Background: an optimization exercise with open tools, aiming at small area, a short achievable clock period and few clock cycles. Do not read the settings as production practice. Function was checked by simulation only, so behaviour that the tests miss may differ from the original.

lane 1:
// grd_sha256
module grd_sha256 (
    input  wire         clk,
    input  wire         rst,         
    input  wire         in_valid,
    output wire         in_ready,
    input  wire [31:0]  in_word,
    output reg          out_valid,
    output wire [255:0] out_dig
);
Size in the first run: ~5400 cells after synthesis, about 990 flip-flops, ~46000 um^2 of cells after synthesis.
export LEC_CHECK = 0
export CAP_MARGIN = 20
export CORE_MARGIN = 2
export CORE_UTILIZATION = 40
export PLACE_DENSITY = 0.6
export SLEW_MARGIN = 20
create_clock -name core_clock -period 12.0 [get_ports {clk}]
standard.sh (not shown) runs the stock make flow with config.mk's settings and CLKGATE_MAP_FILE= SYNTH_SCRIPT=/design/flow/synth_recipe.tcl, a recipe that flattens the netlist after the stock synthesis.
==> flow/flow/run.sh <==
#!/bin/bash
# Layout flow: the standard flow (standard.sh: ORFS's synthesis and
# steps), with these changes to how the layout is made:
#  - the timing repair aims at a larger setup margin (8 ns), for the 5% worst
#    endpoints, so that the layout runs at a shorter period than the 12 ns
#    constraint requires;
#  - ABC maps with its area script;
#  - the port buffers that global placement inserts are buf_2 cells;
#  - a denser floorplan (55% core utilisation, placement density 0.7).
# The full make output goes to standard_flow.log; ORFS keeps each step's log
# under orfs/logs.
set -euo pipefail
bash standard.sh SETUP_SLACK_MARGIN=8 TNS_END_PERCENT=5 ABC_AREA=1 \
  CORE_UTILIZATION=55 PLACE_DENSITY=0.7 \
  "BUFFER_PORTS_ARGS=-buffer_cell sky130_fd_sc_hd__buf_2" \
  finish > standard_flow.log 2>&1
Lane 1 finished every step from synthesis to the final layout, and the layout passed the timing, design-rule and antenna checks.
Testbench counts of lane 1, summed over its fixed seeds: cycles 82,212.
The following lists how lane 2 was set up differently from lane 1:
-- flow/design.v --
<<< lane 1, line 16
    reg  [31:0]  a, b, c, d, e, f, g, h;
    reg  [511:0] wq;      
    reg  [31:0]  hkw;     
    reg  [31:0]  ps, pc;  
    reg  [31:0]  kreg;    
>>> lane 2, line 16
    reg  [31:0]  a, b, c, d, e, f, g, h;
    reg  [511:0] wq;      
    reg  [31:0]  ps, pc;  
    reg  [31:0]  kreg;    
<<< lane 1, line 28
    end endgenerate
    reg  f_load, f_ffa, f_ffb, f_rot, f_wh, f_wsched;
    reg  f_lt15, f_last, f_n0;
    reg  [3:0] f_ffs;     
    reg  sz;              
    reg  stall, pass;
    wire take  = f_load & vr & sz;              
    wire ff    = f_ffa | f_ffb;
    assign in_ready = f_last | (f_load & ~vr) | (f_lt15 & take);
    wire acc = in_valid & in_ready;
    wire [7:0] n1   = (n == 8'd136) ? 8'd0 : n + 8'd1;
    wire [7:0] nn   = stall ? n : n1;           
    wire       vr_n = acc | (vr & ~take);
    wire [3:0] sc_n = (stall & ~f_n0) ? sc + 4'd1 : sc;    
    wire       load_n  = (nn < 8'd16);
>>> lane 2, line 27
    end endgenerate
    reg  f_load, f_ffa, f_ffb, f_rot, f_wh, f_wsched;
    reg  f_last, f_n0;
    reg  [3:0] f_ffs;     
    reg  sz;              
    reg  stall, pass;
    reg  rdy;             
    wire take  = f_load & vr & sz;              
    wire ff    = f_ffa | f_ffb;
    assign in_ready = rdy;
    wire acc = in_valid & rdy;
    wire [7:0] n1   = (n == 8'd136) ? 8'd0 : n + 8'd1;
    wire [7:0] nn   = stall ? n : n1;           
    wire       vr_n = acc;                   
    wire [3:0] sc_n = (stall & ~f_n0) ? sc + 4'd1 : sc;    
    wire       load_n  = (nn < 8'd16);
<<< lane 1, line 45
    wire       ffb_n   = (nn >= 8'd133);
    wire       stall_n = load_n & ~(vr_n & (sc_n == 4'd0));
    always @(posedge clk) begin
        if (rst) begin
>>> lane 2, line 45
    wire       ffb_n   = (nn >= 8'd133);
    wire       stall_n = load_n & ~(vr_n & (sc_n == 4'd0));
    wire [7:0] nn2  = stall_n ? nn : (nn == 8'd136) ? 8'd0 : nn + 8'd1;
    wire [3:0] sc2  = (stall_n & ~n0_n) ? sc_n + 4'd1 : sc_n;
    always @(posedge clk) begin
        if (rst) begin
<<< lane 1, line 54
            stall     <= 1'b1;
            pass      <= 1'b1;
            f_lt15    <= 1'b1;
            f_last    <= 1'b0;
            f_n0      <= 1'b1;
>>> lane 2, line 56
            stall     <= 1'b1;
            pass      <= 1'b1;
            rdy       <= 1'b1;
            f_last    <= 1'b0;
            f_n0      <= 1'b1;
<<< lane 1, line 71
            stall     <= stall_n;
            pass      <= stall_n | n0_n | ffa_n | ffb_n;
            n         <= nn;
            f_load    <= load_n;
            f_lt15    <= (nn < 8'd15);
            f_last    <= (nn == 8'd136);
            f_n0      <= n0_n;
>>> lane 2, line 73
            stall     <= stall_n;
            pass      <= stall_n | n0_n | ffa_n | ffb_n;
            rdy       <= (nn2 < 8'd16) & (sc2 == 4'd0);
            n         <= nn;
            f_load    <= load_n;
            f_last    <= (nn == 8'd136);
            f_n0      <= n0_n;
<<< lane 1, line 85
    end
    always @(posedge clk)
        if (in_ready)
            wr <= {in_word[7:0], in_word[15:8], in_word[23:16], in_word[31:24]};
    reg [31:0] rom_k, rom_kw;
    always @(*) begin
>>> lane 2, line 87
    end
    always @(posedge clk)
        wr <= {in_word[7:0], in_word[15:8], in_word[23:16], in_word[31:24]};
    reg [31:0] rom_k, rom_kw;
    always @(*) begin
<<< lane 1, line 280
    wire [31:0] e_new = pass ? add(xe, ye) : add(es2[31:0], es2[63:32]);
    wire [31:0] a_new = add(pass ? xa : as3[31:0], pass ? ya : as3[63:32]);
    wire [31:0] hkw_nx = stall ? hkw : hkw_n;
    wire [31:0] f_nx   = f_n0 ? IV5 : e;
    wire [31:0] g_nx   = f_n0 ? IV6 : f;
    wire [31:0] s1_nx  = {e_new[5:0], e_new[31:6]} ^ {e_new[10:0], e_new[31:11]} ^ {e_new[24:0], e_new[31:25]};
    wire [31:0] ch_nx  = (e_new & f_nx) ^ (~e_new & g_nx);
    wire [63:0] p_nx   = csa(hkw_nx, s1_nx, ch_nx);
    always @(posedge clk) begin
        ps <= p_nx[31:0];
        pc <= p_nx[63:32];
    end
    always @(posedge clk) begin
        a <= a_new;
>>> lane 2, line 281
    wire [31:0] e_new = pass ? add(xe, ye) : add(es2[31:0], es2[63:32]);
    wire [31:0] a_new = add(pass ? xa : as3[31:0], pass ? ya : as3[63:32]);
    wire [31:0] f_nx   = f_n0 ? IV5 : e;
    wire [31:0] g_nx   = f_n0 ? IV6 : f;
    wire [31:0] s1_nx  = {e_new[5:0], e_new[31:6]} ^ {e_new[10:0], e_new[31:11]} ^ {e_new[24:0], e_new[31:25]};
    wire [31:0] ch_nx  = (e_new & f_nx) ^ (~e_new & g_nx);
    wire [63:0] p_nx   = csa(hkw_n, s1_nx, ch_nx);
    always @(posedge clk)
        if (!stall) begin
            ps <= p_nx[31:0];
            pc <= p_nx[63:32];
        end
    always @(posedge clk) begin
        a <= a_new;
<<< lane 1, line 301
        end
    end
    always @(posedge clk)
        hkw <= hkw_nx;
    always @(posedge clk) begin
        wq[223:0]   <= wq[255:32];
>>> lane 2, line 302
        end
    end
    always @(posedge clk) begin
        wq[223:0]   <= wq[255:32];
--- outcome ---
In the metrics for lane 2 and lane 1, the one carrying the lower area fraction of clock buffers and clock inverters is lane 2.
A launch point of the critical path of n[1] is what lane 1 shows, while wq[76] belongs to lane 2.
[compare] base=lane 1 new=lane 2: post-synthesis instance area shrank by 1.3%; hold slack higher; placement-stage cell area shows a reduction of about 1.2%; fmax decreased by 1.9% relative to the old numbers.
Taking lane 1 as 1.0, lane 2 lands at 1.10 on routed length on met2.
Testbench counts of lane 2, summed over its fixed seeds: cycles 82,212.

-- separate check: timing with driven ports --
The flow's constraints put no driver on any port. The routed layouts listed below were extracted and timed again, unchanged, in two steps. Step 1 sets driving cells, clkbuf_16 on the clock port and buf_2 on the other inputs (assumed; they add their load-dependent delay and slew). Step 2, shift: input delay + t, output delay - t, t = (earliest + latest rising clock arrival at the registers) / 2. This alone moves slack from input paths to output paths. a / b / c = ideal ports / drivers / drivers and shift; a / b = the first two.
run | shift t [ns] | setup slack, ns | cell pins on the clock port's net
lane 1 | 0.768 | 7.766 / 7.766 / 7.766 | 1
lane 2 | 0.738 | 7.686 / 7.673 / 7.686 | 1
After both steps setup and hold are still met in every run listed.
